What follows belongs to an exercise in optimizing a design on an open flow for small area, a short achievable clock period and few clock cycles per item; a production flow would make more cautious choices.
The RTL was checked by simulation tests, not by an equivalence proof against the original design.

### flow/config.mk
export PLATFORM = sky130hd
export DESIGN_NAME = g96_mixer
export DESIGN_NICKNAME = g96_mixer
export VERILOG_FILES = /design/flow/design.v
export SDC_FILE = /design/flow/constraint.sdc
export NUM_CORES = 4
export LEC_CHECK = 0
export CAP_MARGIN = 20
export CORE_MARGIN = 2
export CORE_UTILIZATION = 50
export CTS_BUF_LIST = sky130_fd_sc_hd__clkbuf_8
export CTS_CLUSTER_DIAMETER = 50
export CTS_CLUSTER_SIZE = 16
export SLEW_MARGIN = 20
### flow/constraint.sdc
create_clock -name core_clock -period 20.0 [get_ports {clk}]
set_input_delay 4.0000 -clock core_clock [delete_from_list [all_inputs] [get_ports {clk}]]
set_output_delay 4.0000 -clock core_clock [all_outputs]
set_load 0.01 [all_outputs]
### flow/design.v
module g96_mixer (
    input  wire         clk,
    input  wire         rst,           
    input  wire         in_valid,
    output wire         in_ready,
    input  wire [63:0]  in_key,
    input  wire [31:0]  in_stream,
    input  wire [7:0]   in_purpose,
    input  wire [63:0]  in_pos,
    input  wire         in_quick,
    output wire         out_valid,
    input  wire         out_ready,
    output wire [127:0] out_block
);
    localparam [31:0] KINC0 = 32'hA5C31E6B;
    localparam [31:0] KINC1 = 32'h7F4A9D27;
    reg [31:0]  x1, x3;            
    reg [31:0]  a0, a2;            
    reg [31:0]  k0, k1;            
    reg [63:0]  ob;                
    reg         ofull;             
    reg         run;               
    reg         acc;               
    reg         first;             
    reg [3:0]   left;              
    wire last = (left == 4'd1);
    wire hold = ofull && !out_ready;           
    wire load = !run || last || hold;
    assign in_ready  = run && !acc && !ofull && !last;
    assign out_valid = ofull;
    assign out_block = {x3, ob[63:32], x1, ob[31:0]};
    wire accept = in_valid && in_ready;
    wire finish = run && last && acc;          
    wire [31:0] y1 = first ? in_pos[63:32] : x1;
    wire [31:0] y3 = first ? {in_purpose, 24'd0} : x3;
    wire m0_1 = a0[29] ^ ~a0[27];
    wire m0_2 = a0[29] & ~a0[27];
    wire m0_3 = a0[30] ^ ~a0[28] ^ ~a0[26];
    wire m0_4 = (a0[30] & ~a0[28]) | (a0[30] & ~a0[26]) | (~a0[28] & ~a0[26]);
    wire m0_5 = a0[31] ^ ~a0[29] ^ ~a0[27];
    wire m0_6 = (a0[31] & ~a0[29]) | (a0[31] & ~a0[27]) | (~a0[29] & ~a0[27]);
    wire m0_7 = a0[19] ^ ~a0[17];
    wire m0_8 = a0[19] & ~a0[17];
    wire m0_9 = a0[20] ^ ~a0[18] ^ ~a0[16];
    wire m0_10 = (a0[20] & ~a0[18]) | (a0[20] & ~a0[16]) | (~a0[18] & ~a0[16]);
    wire m0_11 = a0[21] ^ ~a0[19] ^ ~a0[17];
    wire m0_12 = (a0[21] & ~a0[19]) | (a0[21] & ~a0[17]) | (~a0[19] & ~a0[17]);
    wire m0_13 = a0[15] ^ ~a0[13];
    wire m0_14 = a0[15] & ~a0[13];
    wire m0_15 = a0[22] ^ ~a0[20] ^ ~a0[18];
    wire m0_16 = (a0[22] & ~a0[20]) | (a0[22] & ~a0[18]) | (~a0[20] & ~a0[18]);
    wire m0_17 = a0[16] ^ ~a0[14] ^ ~a0[12];
    wire m0_18 = (a0[16] & ~a0[14]) | (a0[16] & ~a0[12]) | (~a0[14] & ~a0[12]);
    wire m0_19 = a0[23] ^ ~a0[21] ^ ~a0[19];
    wire m0_20 = (a0[23] & ~a0[21]) | (a0[23] & ~a0[19]) | (~a0[21] & ~a0[19]);
    wire m0_21 = a0[17] ^ ~a0[15] ^ ~a0[13];
    wire m0_22 = (a0[17] & ~a0[15]) | (a0[17] & ~a0[13]) | (~a0[15] & ~a0[13]);
    wire m0_23 = a0[24] ^ ~a0[22] ^ ~a0[20];
    wire m0_24 = (a0[24] & ~a0[22]) | (a0[24] & ~a0[20]) | (~a0[22] & ~a0[20]);
    wire m0_25 = a0[18] ^ ~a0[16] ^ ~a0[14];
    wire m0_26 = (a0[18] & ~a0[16]) | (a0[18] & ~a0[14]) | (~a0[16] & ~a0[14]);
    wire m0_27 = a0[25] ^ ~a0[23] ^ ~a0[21];
    wire m0_28 = (a0[25] & ~a0[23]) | (a0[25] & ~a0[21]) | (~a0[23] & ~a0[21]);
    wire m0_29 = a0[19] ^ ~a0[17] ^ ~a0[15];
    wire m0_30 = (a0[19] & ~a0[17]) | (a0[19] & ~a0[15]) | (~a0[17] & ~a0[15]);
    wire m0_31 = a0[26] ^ ~a0[24] ^ ~a0[22];
    wire m0_32 = (a0[26] & ~a0[24]) | (a0[26] & ~a0[22]) | (~a0[24] & ~a0[22]);
    wire m0_33 = a0[20] ^ ~a0[18] ^ ~a0[16];
    wire m0_34 = (a0[20] & ~a0[18]) | (a0[20] & ~a0[16]) | (~a0[18] & ~a0[16]);
    wire m0_35 = a0[27] ^ ~a0[25] ^ ~a0[23];
    wire m0_36 = (a0[27] & ~a0[25]) | (a0[27] & ~a0[23]) | (~a0[25] & ~a0[23]);
    wire m0_37 = a0[21] ^ ~a0[19] ^ ~a0[17];
    wire m0_38 = (a0[21] & ~a0[19]) | (a0[21] & ~a0[17]) | (~a0[19] & ~a0[17]);
    wire m0_39 = ~a0[8] ^ a0[6];
    wire m0_40 = ~a0[8] & a0[6];
    wire m0_41 = a0[28] ^ ~a0[26] ^ ~a0[24];
    wire m0_42 = (a0[28] & ~a0[26]) | (a0[28] & ~a0[24]) | (~a0[26] & ~a0[24]);
    wire m0_43 = a0[22] ^ ~a0[20] ^ ~a0[18];
    wire m0_44 = (a0[22] & ~a0[20]) | (a0[22] & ~a0[18]) | (~a0[20] & ~a0[18]);
    wire m0_45 = ~a0[9] ^ a0[7] ^ a0[1];
    wire m0_46 = (~a0[9] & a0[7]) | (~a0[9] & a0[1]) | (a0[7] & a0[1]);
    wire m0_47 = m0_1 ^ ~a0[25] ^ a0[23];
    wire m0_48 = (m0_1 & ~a0[25]) | (m0_1 & a0[23]) | (~a0[25] & a0[23]);
    wire m0_49 = ~a0[21] ^ ~a0[19] ^ ~a0[10];
    wire m0_50 = (~a0[21] & ~a0[19]) | (~a0[21] & ~a0[10]) | (~a0[19] & ~a0[10]);
    wire m0_51 = a0[8] ^ a0[2] ^ ~a0[0];
    wire m0_52 = (a0[8] & a0[2]) | (a0[8] & ~a0[0]) | (a0[2] & ~a0[0]);
    wire m0_53 = m0_3 ^ a0[24] ^ ~a0[22];
    wire m0_54 = (m0_3 & a0[24]) | (m0_3 & ~a0[22]) | (a0[24] & ~a0[22]);
    wire m0_55 = ~a0[20] ^ ~a0[11] ^ a0[9];
    wire m0_56 = (~a0[20] & ~a0[11]) | (~a0[20] & a0[9]) | (~a0[11] & a0[9]);
    wire m0_57 = a0[3] ^ ~a0[1] ^ m0_2;
    wire m0_58 = (a0[3] & ~a0[1]) | (a0[3] & m0_2) | (~a0[1] & m0_2);
    wire m0_59 = m0_5 ^ a0[25] ^ ~a0[23];
    wire m0_60 = (m0_5 & a0[25]) | (m0_5 & ~a0[23]) | (a0[25] & ~a0[23]);
    wire m0_61 = ~a0[21] ^ ~a0[12] ^ a0[10];
    wire m0_62 = (~a0[21] & ~a0[12]) | (~a0[21] & a0[10]) | (~a0[12] & a0[10]);
    wire m0_63 = a0[4] ^ ~a0[2] ^ m0_4;
    wire m0_64 = (a0[4] & ~a0[2]) | (a0[4] & m0_4) | (~a0[2] & m0_4);
    wire m0_65 = a0[8] ^ ~a0[6];
    wire m0_66 = a0[8] & ~a0[6];
    wire m0_67 = a0[9] ^ ~a0[7] ^ ~a0[5];
    wire m0_68 = (a0[9] & ~a0[7]) | (a0[9] & ~a0[5]) | (~a0[7] & ~a0[5]);
    wire m0_69 = a0[10] ^ ~a0[8] ^ ~a0[6];
    wire m0_70 = (a0[10] & ~a0[8]) | (a0[10] & ~a0[6]) | (~a0[8] & ~a0[6]);
    wire m0_71 = a0[4] ^ ~a0[2];
    wire m0_72 = a0[4] & ~a0[2];
    wire m0_73 = a0[11] ^ ~a0[9] ^ ~a0[7];
    wire m0_74 = (a0[11] & ~a0[9]) | (a0[11] & ~a0[7]) | (~a0[9] & ~a0[7]);
    wire m0_75 = a0[5] ^ ~a0[3] ^ ~a0[1];
    wire m0_76 = (a0[5] & ~a0[3]) | (a0[5] & ~a0[1]) | (~a0[3] & ~a0[1]);
    wire m0_77 = a0[12] ^ ~a0[10] ^ ~a0[8];
    wire m0_78 = (a0[12] & ~a0[10]) | (a0[12] & ~a0[8]) | (~a0[10] & ~a0[8]);
    wire m0_79 = a0[6] ^ ~a0[4] ^ ~a0[2];
    wire m0_80 = (a0[6] & ~a0[4]) | (a0[6] & ~a0[2]) | (~a0[4] & ~a0[2]);
    wire m0_81 = a0[13] ^ ~a0[11] ^ ~a0[9];
    wire m0_82 = (a0[13] & ~a0[11]) | (a0[13] & ~a0[9]) | (~a0[11] & ~a0[9]);
    wire m0_83 = a0[7] ^ ~a0[5] ^ ~a0[3];
    wire m0_84 = (a0[7] & ~a0[5]) | (a0[7] & ~a0[3]) | (~a0[5] & ~a0[3]);
    wire m0_85 = a0[14] ^ ~a0[12] ^ ~a0[10];
    wire m0_86 = (a0[14] & ~a0[12]) | (a0[14] & ~a0[10]) | (~a0[12] & ~a0[10]);
    wire m0_87 = a0[8] ^ ~a0[6] ^ ~a0[4];
    wire m0_88 = (a0[8] & ~a0[6]) | (a0[8] & ~a0[4]) | (~a0[6] & ~a0[4]);
    wire m0_89 = a0[15] ^ ~a0[13] ^ ~a0[11];
    wire m0_90 = (a0[15] & ~a0[13]) | (a0[15] & ~a0[11]) | (~a0[13] & ~a0[11]);
    wire m0_91 = a0[9] ^ ~a0[7] ^ ~a0[5];
    wire m0_92 = (a0[9] & ~a0[7]) | (a0[9] & ~a0[5]) | (~a0[7] & ~a0[5]);
    wire m0_93 = a0[16] ^ ~a0[14] ^ ~a0[12];
    wire m0_94 = (a0[16] & ~a0[14]) | (a0[16] & ~a0[12]) | (~a0[14] & ~a0[12]);
    wire m0_95 = a0[10] ^ ~a0[8] ^ ~a0[6];
    wire m0_96 = (a0[10] & ~a0[8]) | (a0[10] & ~a0[6]) | (~a0[8] & ~a0[6]);
    wire m0_97 = a0[17] ^ ~a0[15] ^ ~a0[13];
    wire m0_98 = (a0[17] & ~a0[15]) | (a0[17] & ~a0[13]) | (~a0[15] & ~a0[13]);
    wire m0_99 = a0[11] ^ ~a0[9] ^ ~a0[7];
    wire m0_100 = (a0[11] & ~a0[9]) | (a0[11] & ~a0[7]) | (~a0[9] & ~a0[7]);
    wire m0_101 = a0[18] ^ ~a0[16] ^ ~a0[14];
    wire m0_102 = (a0[18] & ~a0[16]) | (a0[18] & ~a0[14]) | (~a0[16] & ~a0[14]);
    wire m0_103 = a0[12] ^ ~a0[10] ^ ~a0[8];
    wire m0_104 = (a0[12] & ~a0[10]) | (a0[12] & ~a0[8]) | (~a0[10] & ~a0[8]);
    wire m0_105 = m0_7 ^ ~a0[15] ^ a0[13];
    wire m0_106 = (m0_7 & ~a0[15]) | (m0_7 & a0[13]) | (~a0[15] & a0[13]);
    wire m0_107 = ~a0[11] ^ ~a0[9] ^ ~a0[0];
    wire m0_108 = (~a0[11] & ~a0[9]) | (~a0[11] & ~a0[0]) | (~a0[9] & ~a0[0]);
    wire m0_109 = m0_9 ^ a0[14] ^ ~a0[12];
    wire m0_110 = (m0_9 & a0[14]) | (m0_9 & ~a0[12]) | (a0[14] & ~a0[12]);
    wire m0_111 = ~a0[10] ^ ~a0[1] ^ m0_8;
    wire m0_112 = (~a0[10] & ~a0[1]) | (~a0[10] & m0_8) | (~a0[1] & m0_8);
    wire m0_113 = m0_11 ^ m0_13 ^ ~a0[11];
    wire m0_114 = (m0_11 & m0_13) | (m0_11 & ~a0[11]) | (m0_13 & ~a0[11]);
    wire m0_115 = ~a0[2] ^ a0[0] ^ m0_10;
    wire m0_116 = (~a0[2] & a0[0]) | (~a0[2] & m0_10) | (a0[0] & m0_10);
    wire m0_117 = m0_15 ^ m0_17 ^ ~a0[3];
    wire m0_118 = (m0_15 & m0_17) | (m0_15 & ~a0[3]) | (m0_17 & ~a0[3]);
    wire m0_119 = a0[1] ^ m0_12 ^ m0_14;
    wire m0_120 = (a0[1] & m0_12) | (a0[1] & m0_14) | (m0_12 & m0_14);
    wire m0_121 = m0_19 ^ m0_21 ^ ~a0[4];
    wire m0_122 = (m0_19 & m0_21) | (m0_19 & ~a0[4]) | (m0_21 & ~a0[4]);
    wire m0_123 = a0[2] ^ m0_16 ^ m0_18;
    wire m0_124 = (a0[2] & m0_16) | (a0[2] & m0_18) | (m0_16 & m0_18);
    wire m0_125 = m0_23 ^ m0_25 ^ ~a0[5];
    wire m0_126 = (m0_23 & m0_25) | (m0_23 & ~a0[5]) | (m0_25 & ~a0[5]);
    wire m0_127 = a0[3] ^ m0_20 ^ m0_22;
    wire m0_128 = (a0[3] & m0_20) | (a0[3] & m0_22) | (m0_20 & m0_22);
    wire m0_129 = m0_27 ^ m0_29 ^ ~a0[6];
    wire m0_130 = (m0_27 & m0_29) | (m0_27 & ~a0[6]) | (m0_29 & ~a0[6]);
    wire m0_131 = a0[4] ^ m0_24 ^ m0_26;
    wire m0_132 = (a0[4] & m0_24) | (a0[4] & m0_26) | (m0_24 & m0_26);
    wire m0_133 = m0_31 ^ m0_33 ^ ~a0[7];
    wire m0_134 = (m0_31 & m0_33) | (m0_31 & ~a0[7]) | (m0_33 & ~a0[7]);
    wire m0_135 = a0[5] ^ m0_28 ^ m0_30;
    wire m0_136 = (a0[5] & m0_28) | (a0[5] & m0_30) | (m0_28 & m0_30);
    wire m0_137 = m0_35 ^ m0_37 ^ m0_39;
    wire m0_138 = (m0_35 & m0_37) | (m0_35 & m0_39) | (m0_37 & m0_39);
    wire m0_139 = a0[0] ^ m0_32 ^ m0_34;
    wire m0_140 = (a0[0] & m0_32) | (a0[0] & m0_34) | (m0_32 & m0_34);
    wire m0_141 = m0_41 ^ m0_43 ^ m0_45;
    wire m0_142 = (m0_41 & m0_43) | (m0_41 & m0_45) | (m0_43 & m0_45);
    wire m0_143 = m0_36 ^ m0_38 ^ m0_40;
    wire m0_144 = (m0_36 & m0_38) | (m0_36 & m0_40) | (m0_38 & m0_40);
    wire m0_145 = m0_47 ^ m0_49 ^ m0_51;
    wire m0_146 = (m0_47 & m0_49) | (m0_47 & m0_51) | (m0_49 & m0_51);
    wire m0_147 = m0_42 ^ m0_44 ^ m0_46;
    wire m0_148 = (m0_42 & m0_44) | (m0_42 & m0_46) | (m0_44 & m0_46);
    wire m0_149 = m0_53 ^ m0_55 ^ m0_57;
    wire m0_150 = (m0_53 & m0_55) | (m0_53 & m0_57) | (m0_55 & m0_57);
    wire m0_151 = m0_48 ^ m0_50 ^ m0_52;
    wire m0_152 = (m0_48 & m0_50) | (m0_48 & m0_52) | (m0_50 & m0_52);
    wire m0_153 = m0_59 ^ m0_61 ^ m0_63;
    wire m0_154 = (m0_59 & m0_61) | (m0_59 & m0_63) | (m0_61 & m0_63);
    wire m0_155 = m0_54 ^ m0_56 ^ m0_58;
    wire m0_156 = (m0_54 & m0_56) | (m0_54 & m0_58) | (m0_56 & m0_58);
    wire m0_157 = a0[6] ^ ~a0[4];
    wire m0_158 = a0[6] & ~a0[4];
    wire m0_159 = a0[7] ^ ~a0[5] ^ ~a0[3];
    wire m0_160 = (a0[7] & ~a0[5]) | (a0[7] & ~a0[3]) | (~a0[5] & ~a0[3]);
    wire m0_161 = m0_65 ^ ~a0[4] ^ a0[2];
    wire m0_162 = (m0_65 & ~a0[4]) | (m0_65 & a0[2]) | (~a0[4] & a0[2]);
    wire m0_163 = m0_67 ^ a0[3] ^ ~a0[1];
    wire m0_164 = (m0_67 & a0[3]) | (m0_67 & ~a0[1]) | (a0[3] & ~a0[1]);
    wire m0_165 = m0_69 ^ m0_71 ^ ~a0[0];
    wire m0_166 = (m0_69 & m0_71) | (m0_69 & ~a0[0]) | (m0_71 & ~a0[0]);
    wire m0_167 = m0_73 ^ m0_75 ^ m0_70;
    wire m0_168 = (m0_73 & m0_75) | (m0_73 & m0_70) | (m0_75 & m0_70);
    wire m0_169 = m0_77 ^ m0_79 ^ m0_74;
    wire m0_170 = (m0_77 & m0_79) | (m0_77 & m0_74) | (m0_79 & m0_74);
    wire m0_171 = m0_81 ^ m0_83 ^ m0_78;
    wire m0_172 = (m0_81 & m0_83) | (m0_81 & m0_78) | (m0_83 & m0_78);
    wire m0_173 = m0_85 ^ m0_87 ^ m0_82;
    wire m0_174 = (m0_85 & m0_87) | (m0_85 & m0_82) | (m0_87 & m0_82);
    wire m0_175 = m0_89 ^ m0_91 ^ m0_86;
    wire m0_176 = (m0_89 & m0_91) | (m0_89 & m0_86) | (m0_91 & m0_86);
    wire m0_177 = m0_93 ^ m0_95 ^ m0_90;
    wire m0_178 = (m0_93 & m0_95) | (m0_93 & m0_90) | (m0_95 & m0_90);
    wire m0_179 = m0_97 ^ m0_99 ^ m0_94;
    wire m0_180 = (m0_97 & m0_99) | (m0_97 & m0_94) | (m0_99 & m0_94);
    wire m0_181 = m0_101 ^ m0_103 ^ m0_98;
    wire m0_182 = (m0_101 & m0_103) | (m0_101 & m0_98) | (m0_103 & m0_98);
    wire m0_183 = m0_105 ^ m0_107 ^ m0_102;
    wire m0_184 = (m0_105 & m0_107) | (m0_105 & m0_102) | (m0_107 & m0_102);
    wire m0_185 = m0_109 ^ m0_111 ^ m0_106;
    wire m0_186 = (m0_109 & m0_111) | (m0_109 & m0_106) | (m0_111 & m0_106);
    wire m0_187 = m0_113 ^ m0_115 ^ m0_110;
    wire m0_188 = (m0_113 & m0_115) | (m0_113 & m0_110) | (m0_115 & m0_110);
    wire m0_189 = m0_117 ^ m0_119 ^ m0_114;
    wire m0_190 = (m0_117 & m0_119) | (m0_117 & m0_114) | (m0_119 & m0_114);
    wire m0_191 = m0_121 ^ m0_123 ^ m0_118;
    wire m0_192 = (m0_121 & m0_123) | (m0_121 & m0_118) | (m0_123 & m0_118);
    wire m0_193 = m0_125 ^ m0_127 ^ m0_122;
    wire m0_194 = (m0_125 & m0_127) | (m0_125 & m0_122) | (m0_127 & m0_122);
    wire m0_195 = m0_129 ^ m0_131 ^ m0_126;
    wire m0_196 = (m0_129 & m0_131) | (m0_129 & m0_126) | (m0_131 & m0_126);
    wire m0_197 = m0_133 ^ m0_135 ^ m0_130;
    wire m0_198 = (m0_133 & m0_135) | (m0_133 & m0_130) | (m0_135 & m0_130);
    wire m0_199 = m0_137 ^ m0_139 ^ m0_134;
    wire m0_200 = (m0_137 & m0_139) | (m0_137 & m0_134) | (m0_139 & m0_134);
    wire m0_201 = m0_141 ^ m0_143 ^ m0_138;
    wire m0_202 = (m0_141 & m0_143) | (m0_141 & m0_138) | (m0_143 & m0_138);
    wire m0_203 = m0_145 ^ m0_147 ^ m0_142;
    wire m0_204 = (m0_145 & m0_147) | (m0_145 & m0_142) | (m0_147 & m0_142);
    wire m0_205 = m0_149 ^ m0_151 ^ m0_146;
    wire m0_206 = (m0_149 & m0_151) | (m0_149 & m0_146) | (m0_151 & m0_146);
    wire m0_207 = m0_153 ^ m0_155 ^ m0_150;
    wire m0_208 = (m0_153 & m0_155) | (m0_153 & m0_150) | (m0_155 & m0_150);
    wire m0_209 = a0[4] ^ ~a0[2];
    wire m0_210 = a0[4] & ~a0[2];
    wire m0_211 = a0[5] ^ ~a0[3] ^ ~a0[1];
    wire m0_212 = (a0[5] & ~a0[3]) | (a0[5] & ~a0[1]) | (~a0[3] & ~a0[1]);
    wire m0_213 = m0_157 ^ ~a0[2] ^ a0[0];
    wire m0_214 = (m0_157 & ~a0[2]) | (m0_157 & a0[0]) | (~a0[2] & a0[0]);
    wire m0_215 = m0_159 ^ a0[1] ^ m0_158;
    wire m0_216 = (m0_159 & a0[1]) | (m0_159 & m0_158) | (a0[1] & m0_158);
    wire m0_217 = m0_161 ^ ~a0[0] ^ m0_160;
    wire m0_218 = (m0_161 & ~a0[0]) | (m0_161 & m0_160) | (~a0[0] & m0_160);
    wire m0_219 = m0_163 ^ m0_66 ^ m0_162;
    wire m0_220 = (m0_163 & m0_66) | (m0_163 & m0_162) | (m0_66 & m0_162);
    wire m0_221 = m0_165 ^ m0_68 ^ m0_164;
    wire m0_222 = (m0_165 & m0_68) | (m0_165 & m0_164) | (m0_68 & m0_164);
    wire m0_223 = m0_167 ^ m0_72 ^ m0_166;
    wire m0_224 = (m0_167 & m0_72) | (m0_167 & m0_166) | (m0_72 & m0_166);
    wire m0_225 = m0_169 ^ m0_76 ^ m0_168;
    wire m0_226 = (m0_169 & m0_76) | (m0_169 & m0_168) | (m0_76 & m0_168);
    wire m0_227 = m0_171 ^ m0_80 ^ m0_170;
    wire m0_228 = (m0_171 & m0_80) | (m0_171 & m0_170) | (m0_80 & m0_170);
    wire m0_229 = m0_173 ^ m0_84 ^ m0_172;
    wire m0_230 = (m0_173 & m0_84) | (m0_173 & m0_172) | (m0_84 & m0_172);
    wire m0_231 = m0_175 ^ m0_88 ^ m0_174;
    wire m0_232 = (m0_175 & m0_88) | (m0_175 & m0_174) | (m0_88 & m0_174);
    wire m0_233 = m0_177 ^ m0_92 ^ m0_176;
    wire m0_234 = (m0_177 & m0_92) | (m0_177 & m0_176) | (m0_92 & m0_176);
    wire m0_235 = m0_179 ^ m0_96 ^ m0_178;
    wire m0_236 = (m0_179 & m0_96) | (m0_179 & m0_178) | (m0_96 & m0_178);
    wire m0_237 = m0_181 ^ m0_100 ^ m0_180;
    wire m0_238 = (m0_181 & m0_100) | (m0_181 & m0_180) | (m0_100 & m0_180);
    wire m0_239 = m0_183 ^ m0_104 ^ m0_182;
    wire m0_240 = (m0_183 & m0_104) | (m0_183 & m0_182) | (m0_104 & m0_182);
    wire m0_241 = m0_185 ^ m0_108 ^ m0_184;
    wire m0_242 = (m0_185 & m0_108) | (m0_185 & m0_184) | (m0_108 & m0_184);
    wire m0_243 = m0_187 ^ m0_112 ^ m0_186;
    wire m0_244 = (m0_187 & m0_112) | (m0_187 & m0_186) | (m0_112 & m0_186);
    wire m0_245 = m0_189 ^ m0_116 ^ m0_188;
    wire m0_246 = (m0_189 & m0_116) | (m0_189 & m0_188) | (m0_116 & m0_188);
    wire m0_247 = m0_191 ^ m0_120 ^ m0_190;
    wire m0_248 = (m0_191 & m0_120) | (m0_191 & m0_190) | (m0_120 & m0_190);
    wire m0_249 = m0_193 ^ m0_124 ^ m0_192;
    wire m0_250 = (m0_193 & m0_124) | (m0_193 & m0_192) | (m0_124 & m0_192);
    wire m0_251 = m0_195 ^ m0_128 ^ m0_194;
    wire m0_252 = (m0_195 & m0_128) | (m0_195 & m0_194) | (m0_128 & m0_194);
    wire m0_253 = m0_197 ^ m0_132 ^ m0_196;
    wire m0_254 = (m0_197 & m0_132) | (m0_197 & m0_196) | (m0_132 & m0_196);
    wire m0_255 = m0_199 ^ m0_136 ^ m0_198;
    wire m0_256 = (m0_199 & m0_136) | (m0_199 & m0_198) | (m0_136 & m0_198);
    wire m0_257 = m0_201 ^ m0_140 ^ m0_200;
    wire m0_258 = (m0_201 & m0_140) | (m0_201 & m0_200) | (m0_140 & m0_200);
    wire m0_259 = m0_203 ^ m0_144 ^ m0_202;
    wire m0_260 = (m0_203 & m0_144) | (m0_203 & m0_202) | (m0_144 & m0_202);
    wire m0_261 = m0_205 ^ m0_148 ^ m0_204;
    wire m0_262 = (m0_205 & m0_148) | (m0_205 & m0_204) | (m0_148 & m0_204);
    wire m0_263 = m0_207 ^ m0_152 ^ m0_206;
    wire m0_264 = (m0_207 & m0_152) | (m0_207 & m0_206) | (m0_152 & m0_206);
    wire [31:0] m0_s = {m0_263, m0_261, m0_259, m0_257, m0_255, m0_253, m0_251, m0_249, m0_247, m0_245, m0_243, m0_241, m0_239, m0_237, m0_235, m0_233, m0_231, m0_229, m0_227, m0_225, m0_223, m0_221, m0_219, m0_217, m0_215, m0_213, m0_211, m0_209, a0[3], a0[2], a0[1], a0[0]};
    wire [31:0] m0_c = {m0_262, m0_260, m0_258, m0_256, m0_254, m0_252, m0_250, m0_248, m0_246, m0_244, m0_242, m0_240, m0_238, m0_236, m0_234, m0_232, m0_230, m0_228, m0_226, m0_224, m0_222, m0_220, m0_218, m0_216, m0_214, m0_212, m0_210, ~a0[0], ~a0[1], ~a0[0], 1'b0, 1'b0};
    wire [31:0] t0 = m0_s + m0_c + 32'h20080514;
    wire m2_1 = a2[26] ^ ~a2[22];
    wire m2_2 = a2[26] & ~a2[22];
    wire m2_3 = a2[27] ^ ~a2[23] ^ a2[20];
    wire m2_4 = (a2[27] & ~a2[23]) | (a2[27] & a2[20]) | (~a2[23] & a2[20]);
    wire m2_5 = a2[28] ^ ~a2[24] ^ a2[21];
    wire m2_6 = (a2[28] & ~a2[24]) | (a2[28] & a2[21]) | (~a2[24] & a2[21]);
    wire m2_7 = a2[29] ^ ~a2[25] ^ a2[22];
    wire m2_8 = (a2[29] & ~a2[25]) | (a2[29] & a2[22]) | (~a2[25] & a2[22]);
    wire m2_9 = ~a2[20] ^ a2[15];
    wire m2_10 = ~a2[20] & a2[15];
    wire m2_11 = a2[30] ^ ~a2[26] ^ a2[23];
    wire m2_12 = (a2[30] & ~a2[26]) | (a2[30] & a2[23]) | (~a2[26] & a2[23]);
    wire m2_13 = ~a2[21] ^ a2[16] ^ a2[13];
    wire m2_14 = (~a2[21] & a2[16]) | (~a2[21] & a2[13]) | (a2[16] & a2[13]);
    wire m2_15 = a2[31] ^ ~a2[27] ^ a2[24];
    wire m2_16 = (a2[31] & ~a2[27]) | (a2[31] & a2[24]) | (~a2[27] & a2[24]);
    wire m2_17 = ~a2[22] ^ a2[17] ^ a2[14];
    wire m2_18 = (~a2[22] & a2[17]) | (~a2[22] & a2[14]) | (a2[17] & a2[14]);
    wire m2_19 = ~a2[12] ^ ~a2[10];
    wire m2_20 = ~a2[12] & ~a2[10];
    wire m2_21 = a2[19] ^ ~a2[15];
    wire m2_22 = a2[19] & ~a2[15];
    wire m2_23 = a2[20] ^ ~a2[16] ^ a2[13];
    wire m2_24 = (a2[20] & ~a2[16]) | (a2[20] & a2[13]) | (~a2[16] & a2[13]);
    wire m2_25 = a2[21] ^ ~a2[17] ^ a2[14];
    wire m2_26 = (a2[21] & ~a2[17]) | (a2[21] & a2[14]) | (~a2[17] & a2[14]);
    wire m2_27 = ~a2[12] ^ a2[7];
    wire m2_28 = ~a2[12] & a2[7];
    wire m2_29 = a2[22] ^ ~a2[18] ^ a2[15];
    wire m2_30 = (a2[22] & ~a2[18]) | (a2[22] & a2[15]) | (~a2[18] & a2[15]);
    wire m2_31 = ~a2[13] ^ a2[8] ^ a2[5];
    wire m2_32 = (~a2[13] & a2[8]) | (~a2[13] & a2[5]) | (a2[8] & a2[5]);
    wire m2_33 = a2[23] ^ ~a2[19] ^ a2[16];
    wire m2_34 = (a2[23] & ~a2[19]) | (a2[23] & a2[16]) | (~a2[19] & a2[16]);
    wire m2_35 = ~a2[14] ^ a2[9] ^ a2[6];
    wire m2_36 = (~a2[14] & a2[9]) | (~a2[14] & a2[6]) | (a2[9] & a2[6]);
    wire m2_37 = ~a2[4] ^ ~a2[2];
    wire m2_38 = ~a2[4] & ~a2[2];
    wire m2_39 = a2[24] ^ ~a2[20] ^ a2[17];
    wire m2_40 = (a2[24] & ~a2[20]) | (a2[24] & a2[17]) | (~a2[20] & a2[17]);
    wire m2_41 = ~a2[15] ^ a2[10] ^ a2[7];
    wire m2_42 = (~a2[15] & a2[10]) | (~a2[15] & a2[7]) | (a2[10] & a2[7]);
    wire m2_43 = ~a2[5] ^ ~a2[3] ^ a2[1];
    wire m2_44 = (~a2[5] & ~a2[3]) | (~a2[5] & a2[1]) | (~a2[3] & a2[1]);
    wire m2_45 = a2[25] ^ ~a2[21] ^ a2[18];
    wire m2_46 = (a2[25] & ~a2[21]) | (a2[25] & a2[18]) | (~a2[21] & a2[18]);
    wire m2_47 = ~a2[16] ^ a2[11] ^ a2[8];
    wire m2_48 = (~a2[16] & a2[11]) | (~a2[16] & a2[8]) | (a2[11] & a2[8]);
    wire m2_49 = ~a2[6] ^ ~a2[4] ^ a2[2];
    wire m2_50 = (~a2[6] & ~a2[4]) | (~a2[6] & a2[2]) | (~a2[4] & a2[2]);
    wire m2_51 = m2_1 ^ a2[19] ^ ~a2[17];
    wire m2_52 = (m2_1 & a2[19]) | (m2_1 & ~a2[17]) | (a2[19] & ~a2[17]);
    wire m2_53 = a2[12] ^ a2[9] ^ ~a2[7];
    wire m2_54 = (a2[12] & a2[9]) | (a2[12] & ~a2[7]) | (a2[9] & ~a2[7]);
    wire m2_55 = ~a2[5] ^ a2[3] ^ ~a2[0];
    wire m2_56 = (~a2[5] & a2[3]) | (~a2[5] & ~a2[0]) | (a2[3] & ~a2[0]);
    wire m2_57 = m2_3 ^ ~a2[18] ^ a2[13];
    wire m2_58 = (m2_3 & ~a2[18]) | (m2_3 & a2[13]) | (~a2[18] & a2[13]);
    wire m2_59 = a2[10] ^ ~a2[8] ^ ~a2[6];
    wire m2_60 = (a2[10] & ~a2[8]) | (a2[10] & ~a2[6]) | (~a2[8] & ~a2[6]);
    wire m2_61 = a2[4] ^ ~a2[1] ^ m2_2;
    wire m2_62 = (a2[4] & ~a2[1]) | (a2[4] & m2_2) | (~a2[1] & m2_2);
    wire m2_63 = m2_5 ^ ~a2[19] ^ a2[14];
    wire m2_64 = (m2_5 & ~a2[19]) | (m2_5 & a2[14]) | (~a2[19] & a2[14]);
    wire m2_65 = a2[11] ^ ~a2[9] ^ ~a2[7];
    wire m2_66 = (a2[11] & ~a2[9]) | (a2[11] & ~a2[7]) | (~a2[9] & ~a2[7]);
    wire m2_67 = a2[5] ^ ~a2[2] ^ m2_4;
    wire m2_68 = (a2[5] & ~a2[2]) | (a2[5] & m2_4) | (~a2[2] & m2_4);
    wire m2_69 = m2_7 ^ m2_9 ^ a2[12];
    wire m2_70 = (m2_7 & m2_9) | (m2_7 & a2[12]) | (m2_9 & a2[12]);
    wire m2_71 = ~a2[10] ^ ~a2[8] ^ a2[6];
    wire m2_72 = (~a2[10] & ~a2[8]) | (~a2[10] & a2[6]) | (~a2[8] & a2[6]);
    wire m2_73 = ~a2[3] ^ a2[0] ^ m2_6;
    wire m2_74 = (~a2[3] & a2[0]) | (~a2[3] & m2_6) | (a2[0] & m2_6);
    wire m2_75 = m2_11 ^ m2_13 ^ ~a2[11];
    wire m2_76 = (m2_11 & m2_13) | (m2_11 & ~a2[11]) | (m2_13 & ~a2[11]);
    wire m2_77 = ~a2[9] ^ a2[7] ^ ~a2[4];
    wire m2_78 = (~a2[9] & a2[7]) | (~a2[9] & ~a2[4]) | (a2[7] & ~a2[4]);
    wire m2_79 = a2[1] ^ m2_8 ^ m2_10;
    wire m2_80 = (a2[1] & m2_8) | (a2[1] & m2_10) | (m2_8 & m2_10);
    wire m2_81 = m2_15 ^ m2_17 ^ m2_19;
    wire m2_82 = (m2_15 & m2_17) | (m2_15 & m2_19) | (m2_17 & m2_19);
    wire m2_83 = a2[8] ^ ~a2[5] ^ a2[2];
    wire m2_84 = (a2[8] & ~a2[5]) | (a2[8] & a2[2]) | (~a2[5] & a2[2]);
    wire m2_85 = a2[0] ^ m2_12 ^ m2_14;
    wire m2_86 = (a2[0] & m2_12) | (a2[0] & m2_14) | (m2_12 & m2_14);
    wire m2_87 = a2[14] ^ ~a2[10];
    wire m2_88 = a2[14] & ~a2[10];
    wire m2_89 = a2[15] ^ ~a2[11] ^ a2[8];
    wire m2_90 = (a2[15] & ~a2[11]) | (a2[15] & a2[8]) | (~a2[11] & a2[8]);
    wire m2_91 = a2[16] ^ ~a2[12] ^ a2[9];
    wire m2_92 = (a2[16] & ~a2[12]) | (a2[16] & a2[9]) | (~a2[12] & a2[9]);
    wire m2_93 = a2[17] ^ ~a2[13] ^ a2[10];
    wire m2_94 = (a2[17] & ~a2[13]) | (a2[17] & a2[10]) | (~a2[13] & a2[10]);
    wire m2_95 = ~a2[8] ^ a2[3];
    wire m2_96 = ~a2[8] & a2[3];
    wire m2_97 = a2[18] ^ ~a2[14] ^ a2[11];
    wire m2_98 = (a2[18] & ~a2[14]) | (a2[18] & a2[11]) | (~a2[14] & a2[11]);
    wire m2_99 = ~a2[9] ^ a2[4] ^ a2[1];
    wire m2_100 = (~a2[9] & a2[4]) | (~a2[9] & a2[1]) | (a2[4] & a2[1]);
    wire m2_101 = m2_21 ^ a2[12] ^ ~a2[10];
    wire m2_102 = (m2_21 & a2[12]) | (m2_21 & ~a2[10]) | (a2[12] & ~a2[10]);
    wire m2_103 = a2[5] ^ a2[2] ^ ~a2[0];
    wire m2_104 = (a2[5] & a2[2]) | (a2[5] & ~a2[0]) | (a2[2] & ~a2[0]);
    wire m2_105 = m2_23 ^ ~a2[11] ^ a2[6];
    wire m2_106 = (m2_23 & ~a2[11]) | (m2_23 & a2[6]) | (~a2[11] & a2[6]);
    wire m2_107 = a2[3] ^ ~a2[1] ^ m2_22;
    wire m2_108 = (a2[3] & ~a2[1]) | (a2[3] & m2_22) | (~a2[1] & m2_22);
    wire m2_109 = m2_25 ^ m2_27 ^ a2[4];
    wire m2_110 = (m2_25 & m2_27) | (m2_25 & a2[4]) | (m2_27 & a2[4]);
    wire m2_111 = ~a2[2] ^ ~a2[0] ^ m2_24;
    wire m2_112 = (~a2[2] & ~a2[0]) | (~a2[2] & m2_24) | (~a2[0] & m2_24);
    wire m2_113 = m2_29 ^ m2_31 ^ ~a2[3];
    wire m2_114 = (m2_29 & m2_31) | (m2_29 & ~a2[3]) | (m2_31 & ~a2[3]);
    wire m2_115 = ~a2[1] ^ m2_26 ^ m2_28;
    wire m2_116 = (~a2[1] & m2_26) | (~a2[1] & m2_28) | (m2_26 & m2_28);
    wire m2_117 = m2_33 ^ m2_35 ^ m2_37;
    wire m2_118 = (m2_33 & m2_35) | (m2_33 & m2_37) | (m2_35 & m2_37);
    wire m2_119 = a2[0] ^ m2_30 ^ m2_32;
    wire m2_120 = (a2[0] & m2_30) | (a2[0] & m2_32) | (m2_30 & m2_32);
    wire m2_121 = m2_39 ^ m2_41 ^ m2_43;
    wire m2_122 = (m2_39 & m2_41) | (m2_39 & m2_43) | (m2_41 & m2_43);
    wire m2_123 = m2_34 ^ m2_36 ^ m2_38;
    wire m2_124 = (m2_34 & m2_36) | (m2_34 & m2_38) | (m2_36 & m2_38);
    wire m2_125 = m2_45 ^ m2_47 ^ m2_49;
    wire m2_126 = (m2_45 & m2_47) | (m2_45 & m2_49) | (m2_47 & m2_49);
    wire m2_127 = m2_40 ^ m2_42 ^ m2_44;
    wire m2_128 = (m2_40 & m2_42) | (m2_40 & m2_44) | (m2_42 & m2_44);
    wire m2_129 = m2_51 ^ m2_53 ^ m2_55;
    wire m2_130 = (m2_51 & m2_53) | (m2_51 & m2_55) | (m2_53 & m2_55);
    wire m2_131 = m2_46 ^ m2_48 ^ m2_50;
    wire m2_132 = (m2_46 & m2_48) | (m2_46 & m2_50) | (m2_48 & m2_50);
    wire m2_133 = m2_57 ^ m2_59 ^ m2_61;
    wire m2_134 = (m2_57 & m2_59) | (m2_57 & m2_61) | (m2_59 & m2_61);
    wire m2_135 = m2_52 ^ m2_54 ^ m2_56;
    wire m2_136 = (m2_52 & m2_54) | (m2_52 & m2_56) | (m2_54 & m2_56);
    wire m2_137 = m2_63 ^ m2_65 ^ m2_67;
    wire m2_138 = (m2_63 & m2_65) | (m2_63 & m2_67) | (m2_65 & m2_67);
    wire m2_139 = m2_58 ^ m2_60 ^ m2_62;
    wire m2_140 = (m2_58 & m2_60) | (m2_58 & m2_62) | (m2_60 & m2_62);
    wire m2_141 = m2_69 ^ m2_71 ^ m2_73;
    wire m2_142 = (m2_69 & m2_71) | (m2_69 & m2_73) | (m2_71 & m2_73);
    wire m2_143 = m2_64 ^ m2_66 ^ m2_68;
    wire m2_144 = (m2_64 & m2_66) | (m2_64 & m2_68) | (m2_66 & m2_68);
    wire m2_145 = m2_75 ^ m2_77 ^ m2_79;
    wire m2_146 = (m2_75 & m2_77) | (m2_75 & m2_79) | (m2_77 & m2_79);
    wire m2_147 = m2_70 ^ m2_72 ^ m2_74;
    wire m2_148 = (m2_70 & m2_72) | (m2_70 & m2_74) | (m2_72 & m2_74);
    wire m2_149 = m2_81 ^ m2_83 ^ m2_85;
    wire m2_150 = (m2_81 & m2_83) | (m2_81 & m2_85) | (m2_83 & m2_85);
    wire m2_151 = m2_76 ^ m2_78 ^ m2_80;
    wire m2_152 = (m2_76 & m2_78) | (m2_76 & m2_80) | (m2_78 & m2_80);
    wire m2_153 = a2[9] ^ ~a2[5];
    wire m2_154 = a2[9] & ~a2[5];
    wire m2_155 = a2[10] ^ ~a2[6] ^ a2[3];
    wire m2_156 = (a2[10] & ~a2[6]) | (a2[10] & a2[3]) | (~a2[6] & a2[3]);
    wire m2_157 = a2[11] ^ ~a2[7] ^ a2[4];
    wire m2_158 = (a2[11] & ~a2[7]) | (a2[11] & a2[4]) | (~a2[7] & a2[4]);
    wire m2_159 = a2[12] ^ ~a2[8] ^ a2[5];
    wire m2_160 = (a2[12] & ~a2[8]) | (a2[12] & a2[5]) | (~a2[8] & a2[5]);
    wire m2_161 = a2[13] ^ ~a2[9] ^ a2[6];
    wire m2_162 = (a2[13] & ~a2[9]) | (a2[13] & a2[6]) | (~a2[9] & a2[6]);
    wire m2_163 = m2_87 ^ a2[7] ^ ~a2[5];
    wire m2_164 = (m2_87 & a2[7]) | (m2_87 & ~a2[5]) | (a2[7] & ~a2[5]);
    wire m2_165 = m2_89 ^ ~a2[6] ^ a2[1];
    wire m2_166 = (m2_89 & ~a2[6]) | (m2_89 & a2[1]) | (~a2[6] & a2[1]);
    wire m2_167 = m2_91 ^ ~a2[7] ^ a2[2];
    wire m2_168 = (m2_91 & ~a2[7]) | (m2_91 & a2[2]) | (~a2[7] & a2[2]);
    wire m2_169 = m2_93 ^ m2_95 ^ a2[0];
    wire m2_170 = (m2_93 & m2_95) | (m2_93 & a2[0]) | (m2_95 & a2[0]);
    wire m2_171 = m2_97 ^ m2_99 ^ m2_94;
    wire m2_172 = (m2_97 & m2_99) | (m2_97 & m2_94) | (m2_99 & m2_94);
    wire m2_173 = m2_101 ^ m2_103 ^ m2_98;
    wire m2_174 = (m2_101 & m2_103) | (m2_101 & m2_98) | (m2_103 & m2_98);
    wire m2_175 = m2_105 ^ m2_107 ^ m2_102;
    wire m2_176 = (m2_105 & m2_107) | (m2_105 & m2_102) | (m2_107 & m2_102);
    wire m2_177 = m2_109 ^ m2_111 ^ m2_106;
    wire m2_178 = (m2_109 & m2_111) | (m2_109 & m2_106) | (m2_111 & m2_106);
    wire m2_179 = m2_113 ^ m2_115 ^ m2_110;
    wire m2_180 = (m2_113 & m2_115) | (m2_113 & m2_110) | (m2_115 & m2_110);
    wire m2_181 = m2_117 ^ m2_119 ^ m2_114;
    wire m2_182 = (m2_117 & m2_119) | (m2_117 & m2_114) | (m2_119 & m2_114);
    wire m2_183 = m2_121 ^ m2_123 ^ m2_118;
    wire m2_184 = (m2_121 & m2_123) | (m2_121 & m2_118) | (m2_123 & m2_118);
    wire m2_185 = m2_125 ^ m2_127 ^ m2_122;
    wire m2_186 = (m2_125 & m2_127) | (m2_125 & m2_122) | (m2_127 & m2_122);
    wire m2_187 = m2_129 ^ m2_131 ^ m2_126;
    wire m2_188 = (m2_129 & m2_131) | (m2_129 & m2_126) | (m2_131 & m2_126);
    wire m2_189 = m2_133 ^ m2_135 ^ m2_130;
    wire m2_190 = (m2_133 & m2_135) | (m2_133 & m2_130) | (m2_135 & m2_130);
    wire m2_191 = m2_137 ^ m2_139 ^ m2_134;
    wire m2_192 = (m2_137 & m2_139) | (m2_137 & m2_134) | (m2_139 & m2_134);
    wire m2_193 = m2_141 ^ m2_143 ^ m2_138;
    wire m2_194 = (m2_141 & m2_143) | (m2_141 & m2_138) | (m2_143 & m2_138);
    wire m2_195 = m2_145 ^ m2_147 ^ m2_142;
    wire m2_196 = (m2_145 & m2_147) | (m2_145 & m2_142) | (m2_147 & m2_142);
    wire m2_197 = m2_149 ^ m2_151 ^ m2_146;
    wire m2_198 = (m2_149 & m2_151) | (m2_149 & m2_146) | (m2_151 & m2_146);
    wire m2_199 = a2[7] ^ ~a2[3];
    wire m2_200 = a2[7] & ~a2[3];
    wire m2_201 = a2[8] ^ ~a2[4] ^ a2[1];
    wire m2_202 = (a2[8] & ~a2[4]) | (a2[8] & a2[1]) | (~a2[4] & a2[1]);
    wire m2_203 = m2_153 ^ a2[2] ^ ~a2[0];
    wire m2_204 = (m2_153 & a2[2]) | (m2_153 & ~a2[0]) | (a2[2] & ~a2[0]);
    wire m2_205 = m2_155 ^ ~a2[1] ^ m2_154;
    wire m2_206 = (m2_155 & ~a2[1]) | (m2_155 & m2_154) | (~a2[1] & m2_154);
    wire m2_207 = m2_157 ^ ~a2[2] ^ m2_156;
    wire m2_208 = (m2_157 & ~a2[2]) | (m2_157 & m2_156) | (~a2[2] & m2_156);
    wire m2_209 = m2_159 ^ ~a2[3] ^ m2_158;
    wire m2_210 = (m2_159 & ~a2[3]) | (m2_159 & m2_158) | (~a2[3] & m2_158);
    wire m2_211 = m2_161 ^ ~a2[4] ^ m2_160;
    wire m2_212 = (m2_161 & ~a2[4]) | (m2_161 & m2_160) | (~a2[4] & m2_160);
    wire m2_213 = m2_163 ^ a2[0] ^ m2_162;
    wire m2_214 = (m2_163 & a2[0]) | (m2_163 & m2_162) | (a2[0] & m2_162);
    wire m2_215 = m2_165 ^ m2_88 ^ m2_164;
    wire m2_216 = (m2_165 & m2_88) | (m2_165 & m2_164) | (m2_88 & m2_164);
    wire m2_217 = m2_167 ^ m2_90 ^ m2_166;
    wire m2_218 = (m2_167 & m2_90) | (m2_167 & m2_166) | (m2_90 & m2_166);
    wire m2_219 = m2_169 ^ m2_92 ^ m2_168;
    wire m2_220 = (m2_169 & m2_92) | (m2_169 & m2_168) | (m2_92 & m2_168);
    wire m2_221 = m2_171 ^ m2_96 ^ m2_170;
    wire m2_222 = (m2_171 & m2_96) | (m2_171 & m2_170) | (m2_96 & m2_170);
    wire m2_223 = m2_173 ^ m2_100 ^ m2_172;
    wire m2_224 = (m2_173 & m2_100) | (m2_173 & m2_172) | (m2_100 & m2_172);
    wire m2_225 = m2_175 ^ m2_104 ^ m2_174;
    wire m2_226 = (m2_175 & m2_104) | (m2_175 & m2_174) | (m2_104 & m2_174);
    wire m2_227 = m2_177 ^ m2_108 ^ m2_176;
    wire m2_228 = (m2_177 & m2_108) | (m2_177 & m2_176) | (m2_108 & m2_176);
    wire m2_229 = m2_179 ^ m2_112 ^ m2_178;
    wire m2_230 = (m2_179 & m2_112) | (m2_179 & m2_178) | (m2_112 & m2_178);
    wire m2_231 = m2_181 ^ m2_116 ^ m2_180;
    wire m2_232 = (m2_181 & m2_116) | (m2_181 & m2_180) | (m2_116 & m2_180);
    wire m2_233 = m2_183 ^ m2_120 ^ m2_182;
    wire m2_234 = (m2_183 & m2_120) | (m2_183 & m2_182) | (m2_120 & m2_182);
    wire m2_235 = m2_185 ^ m2_124 ^ m2_184;
    wire m2_236 = (m2_185 & m2_124) | (m2_185 & m2_184) | (m2_124 & m2_184);
    wire m2_237 = m2_187 ^ m2_128 ^ m2_186;
    wire m2_238 = (m2_187 & m2_128) | (m2_187 & m2_186) | (m2_128 & m2_186);
    wire m2_239 = m2_189 ^ m2_132 ^ m2_188;
    wire m2_240 = (m2_189 & m2_132) | (m2_189 & m2_188) | (m2_132 & m2_188);
    wire m2_241 = m2_191 ^ m2_136 ^ m2_190;
    wire m2_242 = (m2_191 & m2_136) | (m2_191 & m2_190) | (m2_136 & m2_190);
    wire m2_243 = m2_193 ^ m2_140 ^ m2_192;
    wire m2_244 = (m2_193 & m2_140) | (m2_193 & m2_192) | (m2_140 & m2_192);
    wire m2_245 = m2_195 ^ m2_144 ^ m2_194;
    wire m2_246 = (m2_195 & m2_144) | (m2_195 & m2_194) | (m2_144 & m2_194);
    wire m2_247 = m2_197 ^ m2_148 ^ m2_196;
    wire m2_248 = (m2_197 & m2_148) | (m2_197 & m2_196) | (m2_148 & m2_196);
    wire [31:0] m2_s = {m2_247, m2_245, m2_243, m2_241, m2_239, m2_237, m2_235, m2_233, m2_231, m2_229, m2_227, m2_225, m2_223, m2_221, m2_219, m2_217, m2_215, m2_213, m2_211, m2_209, m2_207, m2_205, m2_203, m2_201, m2_199, a2[6], a2[5], a2[4], a2[3], a2[2], a2[1], a2[0]};
    wire [31:0] m2_c = {m2_246, m2_244, m2_242, m2_240, m2_238, m2_236, m2_234, m2_232, m2_230, m2_228, m2_226, m2_224, m2_222, m2_220, m2_218, m2_216, m2_214, m2_212, m2_210, m2_208, m2_206, m2_204, m2_202, m2_200, a2[0], ~a2[2], ~a2[1], ~a2[0], 1'b0, 1'b0, 1'b0, 1'b0};
    wire [31:0] t2 = m2_s + m2_c + 32'h04280210;
    wire [31:0] u1 = y1 + ({t0[18:0], t0[31:19]} ^ t2);
    wire [31:0] u3 = y3 ^ ({t2[12:0], t2[31:13]} + t0);
    wire [31:0] m0 = last ? 32'd0 : k0;
    wire [31:0] m1 = last ? 32'd0 : k1;
    wire [31:0] v0 = u1 ^ m0;
    wire [31:0] v2 = u3 ^ m1;
    always @(posedge clk) begin
        if (rst) begin
            run   <= 1'b0;
            acc   <= 1'b0;
            ofull <= 1'b0;
            first <= 1'b1;
            left  <= 4'd0;
        end else begin
            if (finish)
                ofull <= 1'b1;
            else if (out_ready)
                ofull <= 1'b0;
            first <= load;
            if (load) begin
                run  <= in_valid;
                acc  <= 1'b0;
                left <= in_quick ? 4'd6 : 4'd10;
            end else begin
                if (accept)
                    acc <= 1'b1;
                left <= left - 4'd1;
            end
        end
    end
    always @(posedge clk) begin
        if (finish)
            ob <= {v2, v0};
        if (!hold) begin
            x1 <= t2;
            x3 <= t0;
        end
    end
    always @(posedge clk) begin
        if (load) begin
            a0 <= in_pos[31:0] ^ in_key[31:0];
            a2 <= in_stream ^ in_key[63:32];
            k0 <= in_key[31:0] + KINC0;
            k1 <= in_key[63:32] + KINC1;
        end else begin
            a0 <= v0;
            a2 <= v2;
            k0 <= k0 + KINC0;
            k1 <= k1 + KINC1;
        end
    end
endmodule
### flow/flow/run.sh
#!/bin/bash
# The standard layout, with the port buffers made of the smallest buffer
# (buf_1) instead of the one buffer_ports picks by default, and timing
# repair asked to leave setup slack to spare at the design's clock.
set -euo pipefail
export BUFFER_PORTS_ARGS="-buffer_cell sky130_fd_sc_hd__buf_1"
export SETUP_SLACK_MARGIN=12.5
bash standard.sh > standard_make.log 2>&1
### flow/standard.sh
#!/bin/bash
# synth_recipe.tcl (not shown) runs the flow's synth.tcl, then flattens the netlist and writes it again
# the make line also repeats each setting of config.mk as NAME=value (left out here)
make -C /OpenROAD-flow-scripts/flow DESIGN_CONFIG=/design/flow/config.mk WORK_HOME=/design/flow/orfs CLKGATE_MAP_FILE= SYNTH_SCRIPT=/design/flow/synth_recipe.tcl "${@:-finish}"
==> metrics.cfg, run 1 <==
[routing]
wl_met1_mm=36.6
ant_nets=0
first_iter_violations=1917
highest_layer=met5
routed_via_density=5.66
routed_wl_mm=84.1
vias=19700
first_pass_iters=5
wl_per_cell_microns=24.2
wl_met3_mm=6.39
drc=0
dr_wl_met2_mm=38.5

[synthesis]
syn_avg_cell_area_sq_um=9.86
ys_warn_count=1
seq_area_frac_synth_pct=27.1
synth-main-ff-cell=dfxtp_1
syn-cell-area_sq_um=24200
synthesis.nets=3050
synth.largest_area_cell=fa_1
yosys_register_bits=264
async_flop_share_pct=0
synth_edf_count=128
synth_top_area_share_pct=17.6
yosys-top-cells-area=fa_1 (18%), edfxtp_1 (16%), dfxtp_1 (11%), xnor2_1 (11%), ha_1 (11%)
synth_cells=2460
ys_types=82

[timing]
slew_headroom_pct=35.2
period_share_pct=36.8
hold_violations=0
worst_slew_pin_slew_ps=948
fin_crit_ps=7350
slew_violations=0
fmax_mhz=136
tns_ps=0
setup_viol=0
finalClockSkew_ps=47.5
rsz0062_at_grt=true

[grt]
grt_pass1_vias=19422
grt-ovfl-total=0
grt_usage_pct=33.0
grt_antenna_before_repair=2
grt_pass1_wl_mm=123
grt_max_degree=201

[cts]
ctsHoldBuffers=0
ctsHtreeMaxLevel=1
clockBufferDepth=3
clock_latency_ps=670
cts.sinks=264
clockRootBuffer=clkbuf_8
numCtsBuffers=31
cts_tree=built
clk_pin_slew_ps=100

[final_layout]
final_area_sq_um=28500
nFillCells=4220
final_cell_mix=inv_1 (331), buf_1 (302), xnor2_1 (286)
layout_commonest_cell=inv_1
fin_cells=3480
nets=3429
layout-drive-gt1-share_pct=14.1
post-route-util_pct=59.5
syn2layout_area_growth_pct=17.4

[die]
core-area_sq_um=47800
io_pins=303
die_x_microns=224
start_util_pct=50.7
num_rows=80
die_y_microns=224
die_area_sq_um=50300

[place]
placed_area_sq_um=26000
gp_congestion=1.01
place_hpwl_mm=68.8
place_inst=3340
numPortBuffers=302

[critical_path]
critPathTopFamily=compound AO/OA/AOI/OAI gates
criticalPathCategory=reg -> reg
max_stage_delay_ps=590
cp.required_ps=20530
cp_max_fo=6
start_kind=flip-flop
crit_slowest_cell=fa_1
timing.critical_path.mode_cell=a21o_1
endpoint_kind=flip-flop
arrival_ps=7890
cp_num_buf_inv=3

[job]
max_cap_violations=0

[worst_hold_path]
min_path_type=reg -> reg

[status]
status=no timing/DRC/antenna violations

[kinds of logic (layout without fill, tap and decap cells)]
group / after synthesis / count (layout) / synth area share, %
flops: 264 / 264 / 27.1
buf+inv: 403 / 807 / 6.47
xor+xnor: 381 / 381 / 13.8
other cells: 0 / 1 / 0
compound gates: 423 / 423 / 11.4
fa+ha+maj: 417 / 417 / 28.1
simple gates: 482 / 482 / 9.22
mux: 90 / 90 / 3.91
[worst reg2reg max path: cells and delay by family (launching register included)]
family | cells | cell delay, ps
compound gates | 16 | 3150
xor+xnor | 2 | 340
fa+ha+maj | 7 | 2560
buf+inv | 3 | 350
flops | 1 | 400
mux | 1 | 270
simple gates | 2 | 180
[sequential cells by signal, summed over array words and instances (netlist names), 4 cells and up]
signal  cells
ob         64
a0         32
a2         32
k0         32
k1         32
x1         32
x3         32
left        4
[through the flow]
stage,setup WS [ps],hold slack (ps)
floorplan,12520,430
global placement,11300,449
detailed placement,11170,465
CTS,12500,484
global route,12410,509
finish,12650,479
[path summary, 6_finish.rpt]
path	startpoint	to	slack [ps]	cells after the start
worst max-delay path	a0[11]	a0[31]	12650	31
worst min-delay path	left[0]	left[0]	480	1
worst max register to register	a0[11]	a0[31]	12650	31
worst min register to register	left[0]	left[0]	480	1
[Yosys cell counts, types with 52 or more instances]
cell / instances
inv_1: 354
xnor2_1: 297
fa_1: 213
nand2_1: 213
ha_1: 204
dfxtp_1: 136
edfxtp_1: 128
a21oi_1: 113
o21ai_0: 98
nor2_1: 94
xor2_1: 83
a21o_1: 64
mux2i_1: 52
[routing by layer]
| metal | track usage (%) | up-vias |
|---|---|---|
| met4 | 8.99 | 2 |
| met3 | 4.39 | 139 |
| li1 | - | 8922 |
| met1 | 47.1 | 9783 |
| met2 | 53.0 | 854 |
| met5 | 0 | - |
[what timing repair did]
item,4_1_cts,5_1_grt
endpoints found under the hold margin,0,0
gates cloned,0,0
resized for setup,111,134
buffers inserted,33,48
endpoints found under the setup margin,68,50
pin swaps,24,57
[area by class of cell]
| cell class | count | area, sq um | share of cell area, % |
|---|---|---|---|
| antenna | 1 | 2.50 | 0.00879 |
| clock buffer | 32 | 440 | 1.55 |
| clock inverter | 26 | 263 | 0.923 |
| inverter | 357 | 1400 | 4.91 |
| multi-input combinational | 1793 | 17100 | 60.0 |
| sequential | 264 | 6660 | 23.4 |
| tap | 615 | 769 | 2.70 |
| timing repair buffer | 392 | 1840 | 6.47 |
Testbench counts, summed over its fixed seeds: cycles 72,392, items 8,000.
==> run 2, diff against run 1 <==
==> flow/flow/run.sh (replaced) <==
#!/bin/bash
# The standard layout, with three changes:
#  - the port buffers are the smallest buffer (buf_1) instead of the one
#    buffer_ports picks by default;
#  - timing repair is asked to leave setup slack to spare at the design's
#    clock (the clock and constraints are the design's own);
#  - after the standard synthesis, flow/polfix.py re-chooses the polarity of
#    the full adders to drop inverters (same logic, same registers), and the
#    layout is made from that netlist.
set -euo pipefail
export BUFFER_PORTS_ARGS="-buffer_cell sky130_fd_sc_hd__buf_1"
export SETUP_SLACK_MARGIN=12.5
R="$PWD/orfs/results/${FLOW_PLATFORM}/g96_mixer/base"
bash standard.sh "$R/1_2_yosys.v" > synth_make.log 2>&1
cp "$R/1_2_yosys.v" "$R/1_2_yosys.standard.v"
python3 flow/polfix.py "$R/1_2_yosys.standard.v" "$R/1_2_yosys.polfix.v" > polfix.log 2>&1
cp "$R/1_2_yosys.polfix.v" "$R/1_2_yosys.v"
bash standard.sh > standard_make.log 2>&1
==> flow/flow/polfix.py (new file) <==
#!/usr/bin/env python3
"""Re-choose the polarity of full adders in a mapped sky130 netlist.

A full adder is self-dual: FA(~a, ~b, ~c) = (~sum, ~cout). Yosys's adder
extraction leaves many inverters between full adders; this pass flips full
adders (feeding them the complements of their inputs, so their outputs carry
the complements of their old values) where that lets inverters go, and then
rebuilds the inverters the loads need, one per net. The logic function of
every register input and output port is unchanged.

usage: polfix.py IN.v OUT.v
"""
import re, sys
from collections import defaultdict

src = open(sys.argv[1]).read()
OUT = ('X', 'Y', 'SUM', 'COUT', 'Q', 'Q_N')
cell_re = re.compile(r'^(\s*)(sky130_fd_sc_hd__\w+)\s+(\S+)\s*\((.*?)\);\n', re.S | re.M)
pin_re = re.compile(r'\.(\w+)\(\s*([^()]*?)\s*\)')

m = re.search(r'module\s+\w+\s*\(([^)]*)\)', src)
ports = set(p.strip() for p in m.group(1).split(','))
def is_port(n):
    b = n.lstrip('\\').split('[')[0].strip()
    return b in ports

cells = []
for mm in cell_re.finditer(src):
    pins = [(p, n.strip()) for p, n in pin_re.findall(mm.group(4))]
    cells.append({'ty': mm.group(2), 'name': mm.group(3), 'pins': pins,
                  'span': mm.span(), 'ind': mm.group(1)})
short = lambda ty: ty.replace('sky130_fd_sc_hd__', '')
isinv = lambda c: re.match(r'(clk)?inv_\d+$', short(c['ty'])) is not None
isfa = lambda c: short(c['ty']).startswith('fa_')

drv = {}
for i, c in enumerate(cells):
    for p, n in c['pins']:
        if p in OUT:
            drv[n] = i

def base(n):
    par = 0
    while n in drv and isinv(cells[drv[n]]) and not is_port(n):
        n = dict(cells[drv[n]]['pins'])['A']; par ^= 1
    return n, par

# loads: (cell, pin, base, parity); ports driven by inverters are loads too
loads = []
for i, c in enumerate(cells):
    if isinv(c) and not any(is_port(n) for p, n in c['pins'] if p in OUT):
        continue
    for p, n in c['pins']:
        if p in OUT:
            continue
        b, par = base(n)
        loads.append((i, p, b, par))

fa_idx = [i for i, c in enumerate(cells) if isfa(c)
          and not any(is_port(n) for p, n in c['pins'] if p in OUT)]
flip = defaultdict(int)

def req_pol(i, b, par):
    pol = par
    if flip[i]:
        pol ^= 1
    if b in drv and flip[drv[b]]:
        pol ^= 1
    return pol

def cost():
    need = defaultdict(set)
    for i, p, b, par in loads:
        need[b].add(req_pol(i, b, par))
    return sum(1 for s in need.values() if 1 in s)

by_base = defaultdict(list)
for L in loads:
    by_base[L[2]].append(L)
fa_bases = {}
for i in fa_idx:
    c = cells[i]
    bs = set()
    for p, n in c['pins']:
        if p in OUT:
            bs.add(n)
        else:
            bs.add(base(n)[0])
    fa_bases[i] = bs
def local(bs):
    k = 0
    for b in bs:
        s = set(req_pol(i, b, par) for i, p, b2, par in by_base[b])
        k += 1 in s
    return k

before = cost()
for it in range(30):
    changed = False
    for i in fa_idx:
        bs = fa_bases[i]
        c0 = local(bs)
        flip[i] ^= 1
        if local(bs) < c0:
            changed = True
        else:
            flip[i] ^= 1
    if not changed:
        break
after = cost()

# rebuild: one inverter per base net that some load needs inverted
inv_of = {}
new_cells = []
k = 0
def inv_net(b):
    global k
    if b not in inv_of:
        k += 1
        w = f'_pol{k}_'
        inv_of[b] = w
        new_cells.append((w, b))
    return inv_of[b]
conn = {}
for i, p, b, par in loads:
    conn[(i, p)] = inv_net(b) if req_pol(i, b, par) else b

def esc(n):
    return n + ' ' if n.startswith('\\') else n
out = []
pos = 0
for i, c in enumerate(cells):
    s, e = c['span']
    out.append(src[pos:s]); pos = e
    keep_inv = isinv(c) and any(is_port(n) for p, n in c['pins'] if p in OUT)
    if isinv(c) and not keep_inv:
        continue
    pins = []
    for p, n in c['pins']:
        if p not in OUT:
            n = conn[(i, p)]
        pins.append(f"    .{p}({esc(n)})")
    out.append(f"{c['ind']}{c['ty']} {c['name']} (\n" + ",\n".join(pins) + "\n  );\n")
tail = src[pos:]
decl = ''.join(f"  wire {w};\n" for w, b in new_cells)
insts = ''.join(f"  sky130_fd_sc_hd__inv_1 _polinv{j}_ (\n    .A({esc(b)}),\n    .Y({w})\n  );\n"
                for j, (w, b) in enumerate(new_cells))
text = ''.join(out)
# declarations go right after the port/wire declarations, before the first cell
first = text.index('sky130_fd_sc_hd__')
first = text.rindex('\n', 0, first) + 1
text = text[:first] + decl + text[first:] + insts + tail
open(sys.argv[2], 'w').write(text)
ninv = sum(1 for c in cells if isinv(c))
print(f"polfix: {len(fa_idx)} full adders, {sum(flip[i] for i in fa_idx)} flipped; "
      f"inverters {ninv} -> {len(new_cells) + sum(1 for c in cells if isinv(c) and any(is_port(n) for p, n in c['pins'] if p in OUT))}")
==> run 2 against run 1 <==
Still clean on timing, DRC and antenna. Synthesized area decreased by 2.2%. Flip-flop and latch count stayed put. Fmax is 0.27% higher.
==> metrics.cfg, run 2 <==
[routing]
routed_wl_mm=85.2  ; +1.3%
first_iter_violations=1629  ; -15%
vias=19079  ; -3.2%
first_pass_iters=25  ; +20
routed_via_density=5.71  ; +0.94%

[synthesis]
syn_avg_cell_area_sq_um=10.2  ; +3.9%
syn-cell-area_sq_um=23700  ; -2.2%
ys_warn_count=1  ; unchanged
synthesis.nets=2905  ; -4.8%

[final_layout]
nets=3289  ; -4.1%
largest_register_ffs=64  ; unchanged
regArea_sq_um=6670  ; about the same
final_area_sq_um=27600  ; -2.9%
antenna_cells=0  ; -1
final_cell_mix=buf_1 (302), xnor2_1 (291), nand2_1 (213)
layout-drive-gt1-share_pct=14.1  ; +0.021 points

[status]
status=no timing/DRC/antenna violations

[grt]
grt_antenna_before_repair=1  ; -1
grt_pass1_vias=18909  ; -2.6%
grt_pass1_wl_mm=123  ; +0.31%
grt_usage_pct=34.3  ; +1.3 points

[die]
io_pins=303  ; unchanged
start_util_pct=50.8  ; +0.13 points
die_x_microns=222  ; -1.1%
num_rows=79  ; -1.3%
core-area_sq_um=46700  ; -2.5%

[critical_path]
cp_max_fo=6  ; unchanged
critPathTopFamily=adder cells
start_kind=flip-flop
crit_slowest_cell=fa_1
criticalPathCategory=reg -> reg

[worst_hold_path]
min_path_type=reg -> reg
hold_start=left[0]

[cts]
cts_tree=built
numCtsBuffers=41  ; +32%
clock_latency_ps=680  ; about the same
ctsHtreeMaxLevel=2  ; +1
cts.sinks=264  ; unchanged

[timing]
fmax_mhz=136  ; +0.27%
worst_slew_pin_slew_ps=1090  ; +138 ps
hold_violations=0  ; unchanged
fin_crit_ps=7330  ; -20.1 ps
period_share_pct=36.7  ; -0.10 points
holdWs_ps=469  ; -9.92 ps
slew_violations=0  ; unchanged

[job]
max_cap_violations=0  ; unchanged

[place]
place_hpwl_mm=70.5  ; +2.5%

-- run 2: what timing repair did --
| action | CTS | global route |
|---|---|---|
| setup buffers | 21 | 51 |
| setup endpoints to repair | 49 | 40 |
| pin swaps | 7 | 33 |
| gates resized for setup | 62 | 137 |
| cloned | 0 | 0 |
-- run 2: metrics by stage --
| stage | utilization [%] | instances |
|---|---|---|
| global placement | 54.6 | 3191 |
| floorplan | - | 2315 |
| CTS | 57.3 | 3288 |
| global route | 59.2 | 3339 |
| finish | 59.2 | 3339 |
| detailed placement | 54.6 | 3191 |
-- run 2: worst register-to-register path, stage by stage, from the launching register on --
cell,delay [ps]
dfxtp_1,470
fa_1,500
fa_1,530
fa_1,430
fa_1,510
inv_1,60
ha_1,290
ha_1,390
o21ai_0,190
a32oi_4,320
a31oi_4,140
xnor2_1,350
ha_1,420
ha_1,420
a21o_1,210
a21oi_1,250
o211ai_1,210
a41oi_2,260
o21a_1,220
o31ai_4,100
nand3_1,150
nand2_1,110
a221oi_2,270
xor2_1,120
mux2_2,280
-- run 2: per-layer routing --
metal / wire length [microns] / vias to the layer above / GRT usage [%]
li1: - / 8643 / -
met4: 4820 / 0 / 16.4
met3: 5130 / 193 / 3.70
met2: 40500 / 816 / 56.9
met5: 0 / - / 0
met1: 34800 / 9427 / 45.1
-- run 2: path summary, 6_finish.rpt --
check	endpoint	slack, ps	depth (start not counted)
hold / removal	left[0]	470	1
hold reg to reg	left[0]	470	1
setup / recovery	a0[31]	12670	24
setup reg to reg	a0[31]	12670	24
-- run 2: layout make-up --
class | count | share of cell area, %
well taps | 607 | 2.75
clock inverters | 34 | 1.03
clock buffers | 42 | 2.09
repair buffers | 387 | 6.50
flip-flops and latches | 264 | 24.1
multi-input cells | 1793 | 60.4
inverters | 212 | 3.10

afterwards: timing with drivers on the ports:
The flow's constraints put no driver on any port. The routed layouts listed below were extracted and timed again, unchanged, in two steps. Step 1: set_driving_cell puts a clkbuf_16 on clk and a buf_2 on each other input, an assumption about the parent block. Step 2 also shifts input and output timing later by t, the mid clock arrival at the registers, as if the neighbouring blocks saw the same clock. a / b / c = ideal / step 1 / step 2; a / b = the first two.
| run | t (ns) | slack for setup (ns) | worst setup path at the end | worst register clock-pin slew, ns | cell pins on the clock port's net |
|---|---|---|---|---|---|
| run 1 | 0.695 | 12.649 / 12.649 / 12.132 | input to register | 0.10 / 0.10 | 1 |
| run 2 | 0.694 | 12.669 / 12.669 / 12.109 | input to register | 0.10 / 0.10 | 1 |
After both steps setup and hold are still met in every run listed. For run 2, which loses most, drivers alone change the setup slack by 0.000 ns; drivers and shift together by -0.560 ns.
